Background: an optimization exercise with open tools, aiming at small area, a short achievable clock period and few clock cycles per item. Do not read the settings as production practice.
Function was checked by simulation only, so behaviour that the tests miss may differ from the original.
Power and IR drop assume default switching activity.

===== flow/config.mk =====
export PLATFORM = sky130hd
export DESIGN_NAME = mf_thresh
export DESIGN_NICKNAME = mf_thresh
export VERILOG_FILES = /design/flow/design.v
export SDC_FILE = /design/flow/constraint.sdc
export NUM_CORES = 4
export LEC_CHECK = 0
export CAP_MARGIN = 30
export CORE_MARGIN = 2
export CORE_UTILIZATION = 65
export CTS_CLUSTER_DIAMETER = 100
export CTS_CLUSTER_SIZE = 24
export PLACE_DENSITY = 0.75
export SLEW_MARGIN = 30

===== flow/constraint.sdc =====
create_clock -name core_clock -period 18.0 [get_ports {clk}]
set_input_delay 3.6000 -clock core_clock [delete_from_list [all_inputs] [get_ports {clk}]]
set_output_delay 3.6000 -clock core_clock [all_outputs]
set_load 0.01 [all_outputs]

===== flow/design.v =====
module mf_thresh #(
    parameter T = 8
) (
    input  wire               clk,
    input  wire               rst,           
    input  wire               in_valid,
    output wire               in_ready,
    input  wire               in_kind,       
    input  wire        [15:0] in_chan,
    input  wire signed [31:0] in_value,
    input  wire        [7:0]  in_flags,      
    input  wire        [15:0] in_tout,       
    input  wire        [15:0] in_tag,
    input  wire        [2:0]  in_thr,
    input  wire        [2:0]  in_field,      
    input  wire        [31:0] in_data,
    output wire               rep_valid,
    input  wire               rep_ready,
    output reg         [2:0]  rep_thr,
    output reg         [1:0]  rep_old,
    output reg         [1:0]  rep_new,
    output reg  signed [31:0] rep_value,
    output reg         [15:0] rep_tag
);
    localparam [1:0] UNKNOWN = 2'd0, BELOW = 2'd1, INSIDE = 2'd2, ABOVE = 2'd3;
    localparam [15:0] NONE = 16'hFFFF;
    integer t;
    reg        [15:0] chan  [0:T-1];
    reg signed [31:0] nupper [0:T-1];    
    reg signed [31:0] lower [0:T-1];
    reg        [31:0] hyst  [0:T-1];
    reg        [15:0] dwell [0:T-1];
    reg        [1:0]  zone  [0:T-1];
    reg        [1:0]  cand  [0:T-1];
    reg        [T-1:0] nz;              
    reg        [15:0] rr    [0:T-1];    
    reg        [15:0] tl    [0:T-1];    
    reg  rdy;
    assign in_ready = rdy;
    reg  rst_q;
    always @(posedge clk) rst_q <= rst;
    reg               s1v, s1k, s1clr, s1skip;
    reg        [15:0] s1chan;
    reg signed [31:0] s1val;
    reg        [15:0] s1tout, s1tag;
    reg               s2v, s2k, s2clr, s2skip;
    reg        [T-1:0] s2m, s2bu, s2bl, s2au, s2cu, s2al, s2cl, s2ne;
    reg signed [31:0] s2val;
    reg        [15:0] s2tout, s2tag;
    reg               s3v, s3k, s3clr, s3skip;
    reg        [T-1:0] s3m, s3gtu, s3ltl, s3hu, s3hl, s3ne;
    reg signed [31:0] s3val;
    reg        [15:0] s3tout, s3tag;
    reg               rv;
    reg        [T-1:0] gf;
    reg        [1:0]  gold [0:T-1];
    reg        [1:0]  gnew [0:T-1];
    assign rep_valid = rv;
    reg        [2:0]  sph;           
    reg        [2:0]  sidx;
    reg        [4:0]  scnt;
    reg        [15:0] stl, sq, sr, sp;
    reg               ssat;
    reg        [1:0]  sqb;
    reg        [17:0] sto3, stl3;    
    wire s3go = s3v & (s3k | (~rv & ~|s3ne));
    wire s2go = ~s3v | s3go;
    wire s1go = ~s2v | s2go;
    function automatic cy16(input [15:0] a, input [15:0] b, input ci);
        reg [15:0] g, p;
        reg [7:0]  g1, p1;
        reg [3:0]  g2, p2;
        reg [1:0]  g3, p3;
        integer i;
        begin
            g = a & b;
            p = a | b;
            for (i = 0; i < 8; i = i + 1) begin
                g1[i] = g[2*i+1] | (p[2*i+1] & g[2*i]);
                p1[i] = p[2*i+1] & p[2*i];
            end
            for (i = 0; i < 4; i = i + 1) begin
                g2[i] = g1[2*i+1] | (p1[2*i+1] & g1[2*i]);
                p2[i] = p1[2*i+1] & p1[2*i];
            end
            for (i = 0; i < 2; i = i + 1) begin
                g3[i] = g2[2*i+1] | (p2[2*i+1] & g2[2*i]);
                p3[i] = p2[2*i+1] & p2[2*i];
            end
            cy16 = g3[1] | (p3[1] & g3[0]) | (p3[1] & p3[0] & ci);
        end
    endfunction
    function automatic cy17(input [16:0] a, input [16:0] b, input ci);
        begin
            cy17 = (a[16] & b[16]) | ((a[16] | b[16]) & cy16(a[15:0], b[15:0], ci));
        end
    endfunction
    wire [2:0] s1thr   = s1chan[2:0];
    wire [2:0] s1field = s1chan[5:3];
    reg [T-1:0] c_m, c_bu, c_bl, c_au, c_cu, c_al, c_cl, c_ne;
    reg [15:0]  lx, ly, lz, ls, lc;
    always @* begin
        for (t = 0; t < T; t = t + 1) begin
            c_m[t]   = s1v && !s1k && (chan[t] != NONE) && (chan[t] == s1chan);
            c_bu[t]  = cy16(s1val[15:0], nupper[t][15:0], 1'b0);
            c_bl[t]  = cy16(lower[t][15:0], ~s1val[15:0], 1'b0);
            lx = hyst[t][15:0]; ly = s1val[15:0]; lz = nupper[t][15:0];
            ls = lx ^ ly ^ lz;
            lc = (lx & ly) | (lx & lz) | (ly & lz);
            c_au[t]  = lc[15];
            c_cu[t]  = cy16(ls, {lc[14:0], 1'b1}, 1'b0);
            lx = hyst[t][15:0]; ly = lower[t][15:0]; lz = ~s1val[15:0];
            ls = lx ^ ly ^ lz;
            lc = (lx & ly) | (lx & lz) | (ly & lz);
            c_al[t]  = lc[15];
            c_cl[t]  = cy16(ls, {lc[14:0], 1'b1}, 1'b0);
            if (s2v && !s2k && s2m[t] && !s2skip)
                c_ne[t] = c_m[t] && !s1skip && (s2tout != s1tout);
            else if (s3v && !s3k && s3m[t] && !s3skip)
                c_ne[t] = c_m[t] && !s1skip && (s3tout != s1tout);
            else
                c_ne[t] = c_m[t] && !s1skip && (tl[t] != s1tout) && nz[t];
        end
    end
    reg [T-1:0] c_gtu, c_ltl, c_hu, c_hl;
    reg [16:0]  ha, hb;
    reg [17:0]  hx, hy, hz, hs, hc;
    always @* begin
        for (t = 0; t < T; t = t + 1) begin
            ha = {s2val[31], s2val[31:16]};
            hb = {nupper[t][31], nupper[t][31:16]};
            c_gtu[t] = !(ha[16] ^ hb[16] ^ cy16(ha[15:0], hb[15:0], s2bu[t]));
            ha = {lower[t][31], lower[t][31:16]};
            hb = ~{s2val[31], s2val[31:16]};
            c_ltl[t] = !(ha[16] ^ hb[16] ^ cy16(ha[15:0], hb[15:0], s2bl[t]));
            hx = {2'b00, hyst[t][31:16]};
            hy = {{2{s2val[31]}}, s2val[31:16]};
            hz = {{2{nupper[t][31]}}, nupper[t][31:16]};
            hs = hx ^ hy ^ hz;
            hc = {(hx & hy) | (hx & hz) | (hy & hz), 1'b0} | {17'd0, s2au[t]};
            c_hu[t]  = !(hs[17] ^ hc[17] ^ cy17(hs[16:0], hc[16:0], s2cu[t]));
            hx = {2'b00, hyst[t][31:16]};
            hy = {{2{lower[t][31]}}, lower[t][31:16]};
            hz = ~{{2{s2val[31]}}, s2val[31:16]};
            hs = hx ^ hy ^ hz;
            hc = {(hx & hy) | (hx & hz) | (hy & hz), 1'b0} | {17'd0, s2al[t]};
            c_hl[t]  = !(hs[17] ^ hc[17] ^ cy17(hs[16:0], hc[16:0], s2cl[t]));
        end
    end
    wire [2:0]  w_thr   = s3tag[2:0];
    wire [2:0]  w_field = s3tag[5:3];
    reg [T-1:0] fire, upd, n_nz;
    reg [1:0]   z0 [0:T-1];
    reg [1:0]   cc [0:T-1];
    reg [1:0]   n_zone [0:T-1];
    reg [1:0]   n_cand [0:T-1];
    reg [15:0]  n_rr   [0:T-1];
    reg [1:0]   cd0;
    reg [16:0]  dc, dn;
    reg         same, cont, ok, wt;
    always @* begin
        for (t = 0; t < T; t = t + 1) begin
            z0[t] = s3clr ? UNKNOWN : zone[t];
            cd0   = s3clr ? UNKNOWN : cand[t];
            if (s3gtu[t])                       cc[t] = ABOVE;
            else if (s3ltl[t])                  cc[t] = BELOW;
            else if (z0[t] == ABOVE && s3hu[t]) cc[t] = ABOVE;
            else if (z0[t] == BELOW && s3hl[t]) cc[t] = BELOW;
            else                                cc[t] = INSIDE;
            same = cc[t] == z0[t];
            cont = (cc[t] == cd0) && nz[t] && !s3clr;
            dc   = {1'b0, rr[t]} + {1'b0, ~s3tout} + 17'd1;
            dn   = {1'b0, dwell[t]} + {1'b0, ~s3tout};
            ok   = cont ? !dc[16] : !dn[16];
            fire[t] = !s3k && s3m[t] && !s3skip && !same && ok;
            wt   = s3k && (w_thr == t) && (w_field <= 3'd4);
            upd[t] = (!s3k && s3m[t]) || wt;
            n_rr[t] = cont ? dc[15:0] : dn[15:0];
            if (s3k) begin
                n_zone[t] = (w_field == 3'd0) ? UNKNOWN : zone[t];
                n_cand[t] = (w_field == 3'd0) ? UNKNOWN : cand[t];
                n_nz[t]   = 1'b0;
            end else if (s3skip) begin
                n_zone[t] = z0[t];
                n_cand[t] = cd0;
                n_nz[t]   = nz[t] && !s3clr;
            end else begin
                n_zone[t] = (!same && ok) ? cc[t] : z0[t];
                n_cand[t] = cc[t];
                n_nz[t]   = !same && !ok;
            end
        end
    end
    wire [T-1:0] ff  = fire & (~fire + 1'b1);
    wire [T-1:0] gff = gf & (~gf + 1'b1);
    reg  [2:0]   ff_thr, gff_thr;
    reg  [1:0]   ff_old, ff_new, gff_old, gff_new;
    always @* begin
        ff_thr = 3'd0; ff_old = 2'd0; ff_new = 2'd0;
        gff_thr = 3'd0; gff_old = 2'd0; gff_new = 2'd0;
        for (t = 0; t < T; t = t + 1) begin
            if (ff[t]) begin
                ff_thr = ff_thr | t[2:0];
                ff_old = ff_old | z0[t];
                ff_new = ff_new | cc[t];
            end
            if (gff[t]) begin
                gff_thr = gff_thr | t[2:0];
                gff_old = gff_old | gold[t];
                gff_new = gff_new | gnew[t];
            end
        end
    end
    wire       r_ld1 = s3go & ~s3k;
    wire       r_ld2 = rv & rep_ready & (gf != {T{1'b0}});
    wire [6:0] r_f   = r_ld1 ? {ff_thr, ff_old, ff_new} : {gff_thr, gff_old, gff_new};
    wire [T-1:0] s_low  = s3ne & (~s3ne + 1'b1);
    wire [17:0]  s_r4   = {sr, sq[15:14]};
    wire [18:0]  s_d1   = {1'b0, s_r4} - {3'b000, stl};
    wire [18:0]  s_d2   = {1'b0, s_r4} - {2'b00, stl, 1'b0};
    wire [18:0]  s_d3   = {1'b0, s_r4} - {1'b0, stl3};
    wire [1:0]   s_q    = !s_d3[18] ? 2'd3 : !s_d2[18] ? 2'd2 : !s_d1[18] ? 2'd1 : 2'd0;
    wire [15:0]  s_rn   = !s_d3[18] ? s_d3[15:0] : !s_d2[18] ? s_d2[15:0] :
                          !s_d1[18] ? s_d1[15:0] : s_r4[15:0];
    wire [17:0]  s_qt   = (sqb == 2'd3) ? sto3 : (sqb == 2'd2) ? {1'b0, s3tout, 1'b0} :
                          (sqb == 2'd1) ? {2'b00, s3tout} : 18'd0;
    wire [18:0]  s_p2   = {1'b0, sp, 2'b00} + {1'b0, s_qt};
    wire [15:0]  s_dw   = dwell[sidx];
    wire [16:0]  s_left = {1'b0, s_dw} + {1'b0, ~sp};     
    wire [15:0]  s_res  = (ssat || !s_left[16]) ? 16'd0 : s_left[15:0];
    wire         s_need = nz[sidx] && (tl[sidx] != s3tout);
    wire        s1v_n = (in_valid & rdy) | (s1v & ~s1go);
    wire        s2v_n = s1go ? s1v : s2v;
    wire        s3v_n = s2go ? s2v : s3v;
    wire        s3k_n = s2go ? s2k : s3k;
    reg [T-1:0] s3ne_n;
    wire [T-1:0] s2ne_n = s1go ? c_ne : s2ne;
    reg         rv_n;
    always @* begin
        s3ne_n = s3ne;
        if (s2go) s3ne_n = s2ne;
        else if ((sph == 3'd1 && !s_need) || sph == 3'd4) s3ne_n = s3ne & ~(8'd1 << sidx);
        rv_n = rv;
        if (s3go && !s3k) rv_n = |fire;
        else if (rv && rep_ready && gf == {T{1'b0}}) rv_n = 1'b0;
    end
    always @(posedge clk) begin
        if (rst) begin
            rdy  <= 1'b1;
            s1v  <= 1'b0;
            s2v  <= 1'b0;
            s3v  <= 1'b0;
            s2ne <= {T{1'b0}};
            s3ne <= {T{1'b0}};
            rv   <= 1'b0;
            gf   <= {T{1'b0}};
            sph  <= 3'd0;
        end else begin
            rdy <= ~|s2ne_n & ~|s3ne_n & (~s1v_n | ~s2v_n | ~s3v_n | s3k_n | ~rv_n);
            s1v <= s1v_n;
            if (rdy) begin
                s1k    <= in_kind;
                s1chan <= in_kind ? {10'd0, in_field, in_thr} : in_chan;
                s1clr  <= in_flags[7];
                s1skip <= in_flags[0] | in_flags[1];
                s1val  <= in_kind ? in_data : in_value;
                s1tout <= in_tout;
                s1tag  <= in_tag;
            end
            if (rst_q) begin
                nz <= {T{1'b0}};
                for (t = 0; t < T; t = t + 1) begin
                    chan[t]  <= NONE;
                    nupper[t] <= 32'sh80000000;
                    lower[t] <= 32'sh80000000;
                    hyst[t]  <= 32'd0;
                    dwell[t] <= 16'd0;
                    zone[t]  <= UNKNOWN;
                    cand[t]  <= UNKNOWN;
                end
            end else if (s1go && s1v && s1k) begin
                for (t = 0; t < T; t = t + 1) begin
                    if (s1thr == t) begin
                        case (s1field)
                            3'd0: chan[t]  <= s1val[15:0];
                            3'd1: nupper[t] <= ~s1val;
                            3'd2: lower[t] <= s1val;
                            3'd3: hyst[t]  <= s1val;
                            default: ;
                        endcase
                    end
                end
            end
            s2v <= s2v_n;
            if (s1go) begin
                s2k    <= s1k;
                s2m    <= c_m;
                s2clr  <= s1clr;
                s2skip <= s1skip;
                s2val  <= s1val;
                s2tout <= s1tout;
                s2tag  <= s1k ? {10'd0, s1chan[5:0]} : s1tag;
                s2bu   <= c_bu;
                s2bl   <= c_bl;
                s2au   <= c_au;
                s2cu   <= c_cu;
                s2al   <= c_al;
                s2cl   <= c_cl;
            end
            s2ne <= s2ne_n;
            s3v  <= s3v_n;
            s3ne <= s3ne_n;
            if (s2go) begin
                s3k    <= s2k;
                s3m    <= s2m;
                s3clr  <= s2clr;
                s3skip <= s2skip;
                s3val  <= s2val;
                s3tout <= s2tout;
                s3tag  <= s2tag;
                s3gtu  <= c_gtu;
                s3ltl  <= c_ltl;
                s3hu   <= c_hu;
                s3hl   <= c_hl;
            end
            if (s3go) begin
                for (t = 0; t < T; t = t + 1) begin
                    if (upd[t]) begin
                        zone[t] <= n_zone[t];
                        cand[t] <= n_cand[t];
                        nz[t]   <= n_nz[t];
                        if (!s3k && !s3skip) begin
                            rr[t] <= n_rr[t];
                            tl[t] <= s3tout;
                        end
                    end
                    if (s3k && w_thr == t && w_field == 3'd4)
                        dwell[t] <= s3val[15:0];
                end
            end
            rv <= rv_n;
            {rep_thr, rep_old, rep_new} <= {rep_thr, rep_old, rep_new} ^
                ({7{r_ld1 | r_ld2}} & (r_f ^ {rep_thr, rep_old, rep_new}));
            {rep_value, rep_tag} <= {rep_value, rep_tag} ^
                ({48{r_ld1}} & ({s3val, s3tag} ^ {rep_value, rep_tag}));
            if (r_ld1) begin
                gf        <= fire & ~ff;
                for (t = 0; t < T; t = t + 1) begin
                    gold[t] <= z0[t];
                    gnew[t] <= cc[t];
                end
            end else if (r_ld2) begin
                gf      <= gf & ~gff;
            end
            case (sph)
                3'd0: if (s3v && !s3k && s3ne != {T{1'b0}}) begin
                    sph <= 3'd1;
                    for (t = T - 1; t >= 0; t = t - 1)
                        if (s_low[t]) sidx <= t[2:0];
                end
                3'd1: begin
                    stl <= tl[sidx];
                    sq  <= rr[sidx];
                    sph <= s_need ? 3'd2 : 3'd0;
                end
                3'd2: begin
                    sq   <= s_dw + ~sq;          
                    sr   <= 16'd0;
                    sp   <= 16'd0;
                    ssat <= 1'b0;
                    sqb  <= 2'd0;
                    sto3 <= {2'b00, s3tout} + {1'b0, s3tout, 1'b0};
                    stl3 <= {2'b00, stl} + {1'b0, stl, 1'b0};
                    scnt <= 5'd0;
                    sph  <= 3'd3;
                end
                3'd3: begin
                    scnt <= scnt + 5'd1;
                    sq   <= {sq[13:0], 2'b00};
                    sr   <= s_rn;
                    sqb  <= s_q;
                    sp   <= s_p2[15:0];
                    ssat <= ssat | (s_p2[18:16] != 3'd0);
                    if (scnt == 5'd8) sph <= 3'd4;
                end
                default: begin
                    sph <= 3'd0;
                    rr[sidx] <= s_res;
                    tl[sidx] <= s3tout;
                end
            endcase
        end
    end
endmodule

===== flow/flow/run.sh =====
#!/bin/bash
# The standard layout, with its timing repair asked to leave extra setup
# slack on the design's clock, so that it also speeds up the paths the
# achieved period depends on. The constraints are the design's.
set -euo pipefail
bash standard.sh SETUP_SLACK_MARGIN=13 finish > standard_flow.log 2>&1

===== flow/standard.sh =====
#!/bin/bash
# synth_recipe.tcl (not shown) runs the flow's synth.tcl, then flattens the netlist and writes it again
# the make line also repeats each setting of config.mk as NAME=value (left out here)
make -C /OpenROAD-flow-scripts/flow DESIGN_CONFIG=/design/flow/config.mk WORK_HOME=/design/flow/orfs CLKGATE_MAP_FILE= SYNTH_SCRIPT=/design/flow/synth_recipe.tcl "${@:-finish}"

==> results.ini, run 1 <==
[cells_and_area]
final_cell_mix=edfxtp_1, inv_1, nand2_1, nor2_1, a21oi_1
layout_commonest_cell=edfxtp_1
drive_gt1_share_pct=9.097
syn_to_final_growth_pct=9.158
nets=11680
final_cells=12990
stdcell_area_um2=127400

[synthesis]
async_flop_share_pct=0
synthTopCellsByArea=edfxtp_1, fa_1, ha_1
synth_area_leader_cell=edfxtp_1
ys_seq_area_share_pct=47.54
syn_nets=11430
syn_inst=10340
synth_top_area_share_pct=46.99
synth_cell_types=107
ys_warn_count=15
synth.cell_area_um2=116700
synth.ff_latch_count=1859
synthFlopType=edfxtp_1
synth_edf_count=1827
avgSynthCellArea_um2=11.29

[route]
top_layer_used=met5
drtPass1Iterations=9
drc=0
viasPerCell=6.633
postRouteAntennaNets=0
wl_met1_um=127400
drtIter0Drc=10510
avgRoutedWirePerCell_um=27.18
route.met2.wl_um=165800
num_vias=86150
wl_um=353000
wl_met3_um=31050

[global_route]
grt_use_total_pct=38.26
grt_max_degree=77
globalRouteOverflowTotal=0
antenna_found_initial=10
grt_pass1_vias=85360
grt_pass1_wl_um=520000

[pwr]
power_frac_seq_pct=55.2
swShare_pct=28.42
p_leak_nw=48.15
internal-power_mw=6.574
p_clk_share_pct=26.3
comb_power_share_pct=18.5
p_switching_mw=2.610
power_mw=9.184
powerDensity_nw_per_um2=72.07
peakVddDrop_mv=0.08928

[sta]
layout_min_cycle_time_ns=5.154
slew_headroom_pct=28.33
hold_slack_ns=0.4226
period_share_pct=28.63
finalClockSkew_ns=0.05752
slew_violations=0
hold_viol_final=0
worst_pin_slew_ns=1.075
fmax_ghz=0.1940
setup_tns_ns=0
setup_viol=0
grt_setup_unrepaired=yes

[placed_design]
finalWeightedCongestion=1.021
numPortBuffers=182
hpwl_um=259400
dp.cells=12740
place_area_um2=122900

[floorplanning]
initial_core_util_pct=65.43
rows=155
fp.dieArea_um2=183000
die_w_um=427.8
num_io_pins=188
die_h_um=427.8
core_region_area_um2=178400

[critical_path]
start_kind=register
crit_chain=buf_2
crit_required_ns=14.40
path_delay_family=flip-flops
critPathCaptureType=output port
slowest_stage=edfxtp_1
crit_arrival_ns=1.55
crit_buf_inv=1
criticalPathCategory=reg2out
critPathMaxFanout=1
max_stage_delay_ns=0.56

[clock_tree]
max-clock-path-buffers=3
cts_tree=done
clock-sinks=1859
htree_levels=3
clkSlewWorstSetupHoldPaths_ns=0.10
cts.hold.buffers_added=0
root_buffer=clkbuf_16
clk_latency_ns=0.82
numCtsBuffers=91

[job]
drv_cap=0

[outcome]
outcome=finished clean

[hold_path]
holdCritPathClass=reg2reg

-- registers in the layout, summed over array words and instances, names as in the netlist, 18 cells and up, named ones only --
signal and cells:
s2val 32, chan 128, lower 256, hyst 256, tl 128, s3val 32, stl3 18, rr 128
dwell 128, nupper 256, sto3 18, s1val 32
-- metal layers --
layer	vias up	global-route usage, %
met2	4607	61.71
met1	42560	48.19
met4	8	26.26
met5	-	0
li1	37900	-
met3	1077	5.457
-- cell usage after synthesis (all sizes together) (60+ instances only) --
master / instances
clkbuf: 300
mux2i: 70
maj3: 377
inv: 1209
a21o: 78
a211oi: 143
nand4: 105
fa: 536
nor2b: 211
o22ai: 102
nand3: 153
o31ai: 61
mux2: 71
a21oi: 566
o211ai: 64
nor2: 617
edfxtp: 1827
a31oi: 98
o221ai: 76
xor2: 213
a221oi: 60
ha: 421
nand2b: 145
o21ai: 492
nand2: 713
nor4: 70
xnor2: 367
or2: 60
mux4: 73
nor3: 176
-- power groups by stage --
stage,Clock (mW),Sequential (mW),Combinational (mW)
CTS,2.43,5.07,1.64
finish,2.41,5.07,1.70
detailed placement,0,5.17,1.61
floorplan,0,5.13,1.08
global route,2.55,5.08,1.84
global placement,0,5.16,1.54
-- what timing repair did --
item	in CTS	in global routing
setup buffers	49	51
gates cloned	9	2
setup endpoints to repair	1319	550
pin swaps	28	31
gates resized for setup	347	88
-- cell families (layout without fill, tap and decap cells) --
family                   count (synthesis)  count (layout)  synth area share, %
XOR/XNOR                               580             580                4.351
flip-flops                            1859            1859                47.54
adder cells (fa/ha/maj)               1334            1334                16.97
multiplexers                           214             214                2.693
buffers and inverters                 1574            1861                5.125
AND/OR/NAND/NOR                       2456            2457                10.11
other                                    0               4                    0
AO/OA/AOI/OAI                         2325            2325                13.20
-- path summary, 6_finish.rpt --
check	startpoint	to	slack [ns]	cells past startpoint
setup / recovery	register	rep_tag[1]	12.85	1
hold / removal	s2tag[14]	s3tag[14]	0.42	0
setup reg to reg	s3tout[4]	register	13.08	14
hold reg to reg	s2tag[14]	s3tag[14]	0.42	0
-- area by class of cell --
cell class | instances | area [um^2]
well taps | 2355 | 2947
repair buffers | 509 | 5285
clock inverters | 18 | 196.4
clock buffers | 115 | 2431
fillers | 12580 | 50990
inverters | 1219 | 4598
multi-input cells | 6910 | 56460
flip-flops and latches | 1859 | 55510
diodes | 4 | 10.01
-- through the flow --
| step | utilization, % | worst slack [ns] |
|---|---|---|
| finish | 71.42 | 12.85 |
| CTS | 70.94 | 12.79 |
| global route | 71.42 | 12.84 |
| floorplan | - | 11.45 |
| global placement | 68.42 | 11.36 |
| detailed placement | 68.87 | 11.53 |
Testbench counts, summed over its fixed seeds: cycles 33,483, items 32,320.
==> run 2: changes to the inputs <==
--- a/flow/config.mk
+++ b/flow/config.mk
@@ -7,8 +7,8 @@
 export LEC_CHECK = 0
 export CAP_MARGIN = 30
 export CORE_MARGIN = 2
-export CORE_UTILIZATION = 65
+export CORE_UTILIZATION = 72
 export CTS_CLUSTER_DIAMETER = 100
 export CTS_CLUSTER_SIZE = 24
-export PLACE_DENSITY = 0.75
+export PLACE_DENSITY = 0.82
 export SLEW_MARGIN = 30
==> results.ini, run 2 <==
[placed_design]
numPortBuffers=182
finalWeightedCongestion=1.035
hpwl_um=258900

[cells_and_area]
top_regs=hyst (256), lower (256), nupper (256)
final_cell_mix=edfxtp_1, inv_1, nand2_1, a21oi_1, nor2_1
syn_to_final_growth_pct=8.145
nets=11590
layout_commonest_cell=edfxtp_1
drive_gt1_share_pct=8.362

[critical_path]
path_delay_family=flip-flops
criticalPathCategory=reg2out
reg2reg_depth=14
crit_required_ns=14.40
max_stage_delay_ns=0.60
crit_buf_inv=1
crit_cells=1
crit_chain=buf_2
slowest_stage=edfxtp_1
critPathMaxFanout=1
start_kind=register
crit_arrival_ns=1.58
critPathCaptureType=output port

[clock_tree]
root_buffer=clkbuf_16
numCtsBuffers=88
clkSlewWorstSetupHoldPaths_ns=0.11
htree_levels=3
cts_tree=done
clk_latency_ns=0.77
cts.hold.buffers_added=0
clock-sinks=1859
max-clock-path-buffers=3

[floorplanning]
core_region_area_um2=160800
die_w_um=406.7
initial_core_util_pct=72.62
num_io_pins=188
die_h_um=406.7
rows=147
fp.dieArea_um2=165400

[sta]
worst_pin_slew_ns=1.113
grt_setup_unrepaired=yes
slew_violations=0
setup_tns_ns=0
finalClockSkew_ns=0.04378
slew_headroom_pct=25.19
period_share_pct=28.78
fmax_ghz=0.1931
hold_viol_final=0
layout_min_cycle_time_ns=5.180
setup_viol=0

[synthesis]
synth_cell_types=107
ys_top_cells_by_count=edfxtp_1, inv_1, nand2_1
synth_most_common_cell=edfxtp_1
ys_warn_count=15
syn_inst=10340
synthFlopType=edfxtp_1
synth_edf_count=1827
synth_top_area_share_pct=46.99
synth.cell_area_um2=116700
synth_area_leader_cell=edfxtp_1
syn_nets=11430
synthTopCellsByArea=edfxtp_1, fa_1, ha_1
avgSynthCellArea_um2=11.29
synth.ff_latch_count=1859
ys_seq_area_share_pct=47.54
async_flop_share_pct=0

[pwr]
p_leak_nw=47.64
power_mw=9.155
powerDensity_nw_per_um2=72.51
peakVddDrop_mv=0.08718

[global_route]
grt_pass1_vias=87030
grt_use_total_pct=43.12
grt_pass1_wl_um=526800
globalRouteOverflowTotal=0
antenna_found_initial=14
grt_max_degree=74

[route]
postRouteAntennaNets=0
wl_um=356900
drtIter0Drc=12550
viasPerCell=6.921
avgRoutedWirePerCell_um=28.06
drtPass1Iterations=10
num_vias=88040
drc=0

[outcome]
outcome=finished clean

[hold_path]
min_delay_path_depth=0
holdCritPathClass=reg2reg

[job]
drv_cap=0

==> run 2: cell counts after synthesis <==
No cell type changed its count.
==> run 2: cell type report <==
class,count,area [um^2]
Antenna cell,14,35.03
Multi-Input combinational cell,6909,56380
Inverter,1219,4589
Sequential cell,1859,55510
Clock inverter,11,173.9
Fill cell,9725,34500
Timing Repair Buffer,427,4474
Tap cell,2160,2703
Clock buffer,123,2386
==> run 2: routing by layer <==
| metal | routed length [um] | up-vias | part of all wire, % | track usage, % |
|---|---|---|---|---|
| li1 | - | 37750 | - | - |
| met1 | 123900 | 42810 | 35 | 55.08 |
| met2 | 162700 | 6163 | 46 | 67.37 |
| met3 | 42470 | 1307 | 12 | 9.093 |
| met4 | 27780 | 8 | 7.8 | 27.99 |
| met5 | 54 | - | 0.015 | 0 |
==> run 2: through the flow <==
step | setup slack, ns | area [um^2] | utilization (%) | hold WS, ns | instances
after global placement | 11.42 | 121600 | 75.65 | 0.4008 | 12480
after floorplan | 11.45 | 117300 | - | 0.4003 | 10340
after global routing | 12.78 | 126200 | 78.52 | 0.4246 | 12710
after detailed placement | 11.51 | 122500 | 76.17 | 0.4045 | 12510
final | 12.82 | 126300 | 78.54 | 0.4203 | 12720
after CTS | 12.83 | 125600 | 78.13 | 0.4092 | 12680
==> run 2: repair_timing <==
item	in CTS	in global routing
pin swaps	7	8
cloned	7	1
setup endpoints to repair	711	433
buffers inserted	27	27
resized for setup	307	99
==> run 2: where the power goes <==
part	switching, mW	leakage [nW]	internal (mW)	total, mW
clock	1.41	1.24	0.970	2.38
sequential	0.152	17.4	4.94	5.09
combinational	1.03	29.0	0.655	1.69
total	2.59	47.6	6.56	9.15
==> run 2: path summary, 6_finish.rpt <==
path,slack [ns],endpoint,startpoint
worst max-delay path,12.82,rep_value[12],register
worst min-delay path,0.42,s3val[9],s2val[9]
worst max register to register,12.97,s3hl[6],s2val[16]
worst min register to register,0.42,s3val[9],s2val[9]
==> run 2: cells by family after synthesis <==
kind of cell               Yosys count  synth area share, %
AOI/OAI and AO/OA                 2325                13.20
buffers and inverters             1574                5.125
and+or+nand+nor                   2456                10.11
xor gates and xnor gates           580                4.351
DFF                               1859                47.54
muxes                              214                2.693
adders and majority gates         1334                16.97
==> run 2: worst register-to-register path: stages, from the launching register on <==
cell and delay [ns]:
edfxtp_1 0.39, buf_12 0.18, clkinvlp_4 0.18, buf_4 0.19, fa_1 0.53, maj3_1 0.37
maj3_1 0.40, maj3_1 0.40, maj3_1 0.42, maj3_1 0.39, maj3_1 0.38, o21ai_0 0.13
a222oi_1 0.15, or3_1 0.38, a31o_2 0.29
==> run 3: changes to the inputs <==
--- a/flow/design.v
+++ b/flow/design.v
@@ -52,6 +52,11 @@
     reg signed [31:0] s3val;
     reg        [15:0] s3tout, s3tag;
     reg               rv;
+    reg               qv;
+    reg        [2:0]  qthr;
+    reg        [1:0]  qold, qnew;
+    reg signed [31:0] qval;
+    reg        [15:0] qtag;
     reg        [T-1:0] gf;
     reg        [1:0]  gold [0:T-1];
     reg        [1:0]  gnew [0:T-1];
@@ -63,7 +68,7 @@
     reg               ssat;
     reg        [1:0]  sqb;
     reg        [17:0] sto3, stl3;    
-    wire s3go = s3v & (s3k | (~rv & ~|s3ne));
+    wire s3go = s3v & (s3k | (~qv & ~|gf & ~|s3ne));
     wire s2go = ~s3v | s3go;
     wire s1go = ~s2v | s2go;
     function automatic cy16(input [15:0] a, input [15:0] b, input ci);
@@ -211,9 +216,15 @@
             end
         end
     end
-    wire       r_ld1 = s3go & ~s3k;
-    wire       r_ld2 = rv & rep_ready & (gf != {T{1'b0}});
-    wire [6:0] r_f   = r_ld1 ? {ff_thr, ff_old, ff_new} : {gff_thr, gff_old, gff_new};
+    wire       r_out = s3go & ~s3k;                   
+    wire       r_ld1 = r_out & ~rv;                   
+    wire       r_ldq = r_out & rv;                    
+    wire       r_fr  = ~rv | rep_ready;               
+    wire       r_q2o = qv & r_fr;
+    wire       r_g2o = ~qv & (gf != {T{1'b0}}) & r_fr;
+    wire [6:0] r_f   = r_ld1 ? {ff_thr, ff_old, ff_new} :
+                       r_q2o ? {qthr, qold, qnew} : {gff_thr, gff_old, gff_new};
+    wire [T-1:0] gf_n = r_out ? (fire & ~ff) : r_g2o ? (gf & ~gff) : gf;
     wire [T-1:0] s_low  = s3ne & (~s3ne + 1'b1);
     wire [17:0]  s_r4   = {sr, sq[15:14]};
     wire [18:0]  s_d1   = {1'b0, s_r4} - {3'b000, stl};
@@ -235,14 +246,18 @@
     wire        s3k_n = s2go ? s2k : s3k;
     reg [T-1:0] s3ne_n;
     wire [T-1:0] s2ne_n = s1go ? c_ne : s2ne;
-    reg         rv_n;
+    reg         rv_n, qv_n;
     always @* begin
         s3ne_n = s3ne;
         if (s2go) s3ne_n = s2ne;
         else if ((sph == 3'd1 && !s_need) || sph == 3'd4) s3ne_n = s3ne & ~(8'd1 << sidx);
         rv_n = rv;
-        if (s3go && !s3k) rv_n = |fire;
-        else if (rv && rep_ready && gf == {T{1'b0}}) rv_n = 1'b0;
+        if (r_ld1) rv_n = |fire;
+        else if (r_q2o || r_g2o) rv_n = 1'b1;
+        else if (rep_ready) rv_n = 1'b0;
+        qv_n = qv;
+        if (r_ldq) qv_n = |fire;
+        else if (r_q2o) qv_n = 1'b0;
     end
     always @(posedge clk) begin
         if (rst) begin
@@ -253,10 +268,11 @@
             s2ne <= {T{1'b0}};
             s3ne <= {T{1'b0}};
             rv   <= 1'b0;
+            qv   <= 1'b0;
             gf   <= {T{1'b0}};
             sph  <= 3'd0;
         end else begin
-            rdy <= ~|s2ne_n & ~|s3ne_n & (~s1v_n | ~s2v_n | ~s3v_n | s3k_n | ~rv_n);
+            rdy <= ~|s2ne_n & ~|s3ne_n & (~s1v_n | ~s2v_n | ~s3v_n | s3k_n | (~qv_n & ~|gf_n));
             s1v <= s1v_n;
             if (rdy) begin
                 s1k    <= in_kind;
@@ -339,18 +355,22 @@
                 end
             end
             rv <= rv_n;
+            qv <= qv_n;
+            gf <= gf_n;
             {rep_thr, rep_old, rep_new} <= {rep_thr, rep_old, rep_new} ^
-                ({7{r_ld1 | r_ld2}} & (r_f ^ {rep_thr, rep_old, rep_new}));
+                ({7{r_ld1 | r_q2o | r_g2o}} & (r_f ^ {rep_thr, rep_old, rep_new}));
             {rep_value, rep_tag} <= {rep_value, rep_tag} ^
-                ({48{r_ld1}} & ({s3val, s3tag} ^ {rep_value, rep_tag}));
-            if (r_ld1) begin
-                gf        <= fire & ~ff;
+                ({48{r_ld1 | r_q2o}} & ((r_ld1 ? {s3val, s3tag} : {qval, qtag}) ^ {rep_value, rep_tag}));
+            if (r_ldq) begin
+                {qthr, qold, qnew} <= {ff_thr, ff_old, ff_new};
+                qval <= s3val;
+                qtag <= s3tag;
+            end
+            if (r_out) begin
                 for (t = 0; t < T; t = t + 1) begin
                     gold[t] <= z0[t];
                     gnew[t] <= cc[t];
                 end
-            end else if (r_ld2) begin
-                gf      <= gf & ~gff;
             end
             case (sph)
                 3'd0: if (s3v && !s3k && s3ne != {T{1'b0}}) begin
--- a/flow/config.mk
+++ b/flow/config.mk
@@ -7,8 +7,8 @@
 export LEC_CHECK = 0
 export CAP_MARGIN = 30
 export CORE_MARGIN = 2
-export CORE_UTILIZATION = 72
+export CORE_UTILIZATION = 65
 export CTS_CLUSTER_DIAMETER = 100
 export CTS_CLUSTER_SIZE = 24
-export PLACE_DENSITY = 0.82
+export PLACE_DENSITY = 0.75
 export SLEW_MARGIN = 30
==> results.ini, run 3 <==
[outcome]
outcome=finished clean

[clock_tree]
max-clock-path-buffers=3
cts_tree=done
clock-sinks=1920
clkSlewWorstSetupHoldPaths_ns=0.10
root_buffer=clkbuf_16
numCtsBuffers=94
clk_latency_ns=0.82
htree_levels=3

[critical_path]
criticalPathCategory=reg2out
crit_buf_inv=1
start_kind=register
slowest_stage=edfxtp_1
timing.rr.start=sidx[2]
crit_required_ns=14.40
crit_end=rep_value[8]
crit_chain=buf_2
reg2reg_depth=22
crit_arrival_ns=1.60
max_stage_delay_ns=0.56
r2r_slack_ns=12.97
path_delay_family=flip-flops
rr_endpoint=rr[3][15]
crit_cells=1
critPathCaptureType=output port
critPathMaxFanout=1

[route]
avgRoutedWirePerCell_um=28.62
viasPerCell=6.750
drc=0
num_vias=92270
postRouteAntennaNets=0
drtPass1Iterations=9
wl_um=391200
drtIter0Drc=11780

[hold_path]
holdCritPathClass=reg2reg

[synthesis]
synth.ff_latch_count=1920
ys_warn_count=15
synthFlopType=edfxtp_1
synth_area_leader_cell=edfxtp_1
ys_top_cells_by_count=edfxtp_1, inv_1, nand2_1
async_flop_share_pct=0
syn_nets=12000
syn_inst=10920
ys_seq_area_share_pct=47.42
synth_top_area_share_pct=46.86
synth.cell_area_um2=120900
synth_cell_types=102
synthTopCellsByArea=edfxtp_1, fa_1, ha_1
synth_edf_count=1886
synth_most_common_cell=edfxtp_1
avgSynthCellArea_um2=11.07

[cells_and_area]
layout_commonest_cell=edfxtp_1
nets=12230
fillCellCount=13080
final_cell_mix=edfxtp_1, inv_1, nand2_1, a21oi_1, o21ai_0
top_regs=hyst (256), lower (256), nupper (256)
drive_gt1_share_pct=8.543
syn_to_final_growth_pct=9.164
stdcell_area_um2=131900

[global_route]
grt_pass1_vias=90760
globalRouteOverflowTotal=0
grt_use_total_pct=40.74
grt_pass1_wl_um=573300
grt_max_degree=145
antenna_found_initial=9

[sta]
grt_setup_unrepaired=yes
slew_headroom_pct=22.20
hold_viol_final=0
period_share_pct=28.89
worst_slack_ns=12.80
layout_min_cycle_time_ns=5.200
setup_viol=0
worst_pin_slew_ns=1.158
setup_tns_ns=0
fmax_ghz=0.1923
hold_slack_ns=0.4126
slew_violations=0
finalClockSkew_ns=0.04314

[floorplanning]
initial_core_util_pct=65.32
fp.dieArea_um2=189400
die_h_um=435.2
core_region_area_um2=185000
num_io_pins=188
rows=158
die_w_um=435.2

[placed_design]
finalWeightedCongestion=1.052
numPortBuffers=182
hpwl_um=287900
dp_slack_ns=11.23
place_area_um2=127600

[job]
drv_cap=0

[pwr]
p_leak_nw=49.56
peakVddDrop_mv=0.08125
powerDensity_nw_per_um2=72.72

[run 3: changes by cell type in the layout (fill, tap and decap cells not counted), moves of 56 or more]
cell      change
buf_4        +66
edfxtp_1     +59
inv_1        -64
mux4_2       -56
nand2_1      +79
nand2b_1    +134
o21ai_0     +103
[run 3: through the flow]
| stage | utilization, % | power [mW] | instances |
|---|---|---|---|
| 2_1_floorplan | - | 6.418 | 10920 |
| 4_1_cts | 70.90 | 9.524 | 13630 |
| 6_report | 71.31 | 9.595 | 13670 |
| 3_5_place_dp | 68.96 | 7.049 | 13450 |
| 3_3_place_gp | 68.50 | 6.963 | 13420 |
| 5_1_grt | 71.30 | 9.879 | 13660 |
[run 3: cells by family (layout without fill, tap and decap cells)]
family                   count (synthesis)  count (layout)  share of synthesized area (%)
multiplexers                           173             173                          1.687
XOR/XNOR                               590             590                          4.275
flip-flops                            1920            1920                          47.42
AO/OA/AOI/OAI                         2591            2591                          14.14
AND/OR/NAND/NOR                       2791            2793                          11.36
other                                    0              10                              0
buffers and inverters                 1517            1778                          4.726
adder cells (fa/ha/maj)               1334            1334                          16.39
[run 3: power by group]
part           internal (mW)  total, mW  switching (mW)
sequential              5.09       5.25           0.158
clock                   1.03       2.55            1.52
combinational          0.686       1.79            1.11
total                   6.81       9.60            2.78
[run 3: worst min-delay path by stage]
stage / start / to / slack (ns) / depth (start not counted)
final: s2val[10] / s3val[10] / 0.41 / 0
after global routing: s2tag[3] / s3tag[3] / 0.43 / 0
after CTS: s2tag[3] / s3tag[3] / 0.42 / 0
after detailed placement: s2tag[10] / s3tag[10] / 0.40 / 0
after global placement: s2val[15] / s3val[15] / 0.40 / 0
after floorplan: s1clr / s2clr / 0.40 / 0
[run 3: metal layers]
layer	GRT usage, %	part of all wire (%)	vias to the layer above
met5	0	0.0033	-
met4	25.44	7.5	2
met3	7.029	10	1179
met2	65.05	46	5485
met1	52.09	36	45540
li1	-	-	40070
[run 3: final cells by class]
class / count / area, um^2 / share of cell area [%]
flip-flops and latches: 1920 / 57330 / 43.45
multi-input cells: 7481 / 59320 / 44.96
repair buffers: 491 / 4977 / 3.772
well taps: 2480 / 3103 / 2.352
clock inverters: 23 / 339.1 / 0.2570
clock buffers: 112 / 2472 / 1.874
repair inverters: 2 / 23.77 / 0.01802
diodes: 10 / 25.02 / 0.01897
inverters: 1150 / 4360 / 3.305
[run 3: timing repair]
action	CTS	global route
setup buffers	37	27
hold endpoints to repair	0	0
gates resized for setup	348	106
pin swaps	19	26
hold buffers	0	0
cloned	10	1
endpoints found under the setup margin	1560	563
Testbench counts of run 3, summed over its fixed seeds: cycles 32,562, items 32,320.

[port drivers added, routing unchanged]
The flow's constraints put no driver on any port. The routed layouts listed below were extracted and timed again, unchanged, in two steps.
Step 1 sets driving cells, clkbuf_16 on the clock port and buf_2 on the other inputs (assumed; they add their load-dependent delay and slew).
Step 2 also shifts input and output timing later by t, the mid clock arrival at the registers, as if the neighbouring blocks saw the same clock.
Three values: ideal, step 1, step 2; two values: the first two.
run | t, ns | setup slack, ns | worst setup path after step 2 | latest minus earliest clock arrival (ns)
run 1 | 0.875 | 12.846 / 12.756 / 12.207 | input to register | 0.065 / 0.064
run 2 | 0.844 | 12.820 / 12.725 / 12.194 | input to register | 0.046 / 0.046
run 3 | 0.901 | 12.800 / 12.706 / 12.204 | input to register | 0.051 / 0.051
After both steps setup and hold are still met in every run listed. The setup slack of run 1, which loses most, moves by -0.090 ns with the drivers and by -0.639 ns with both steps.
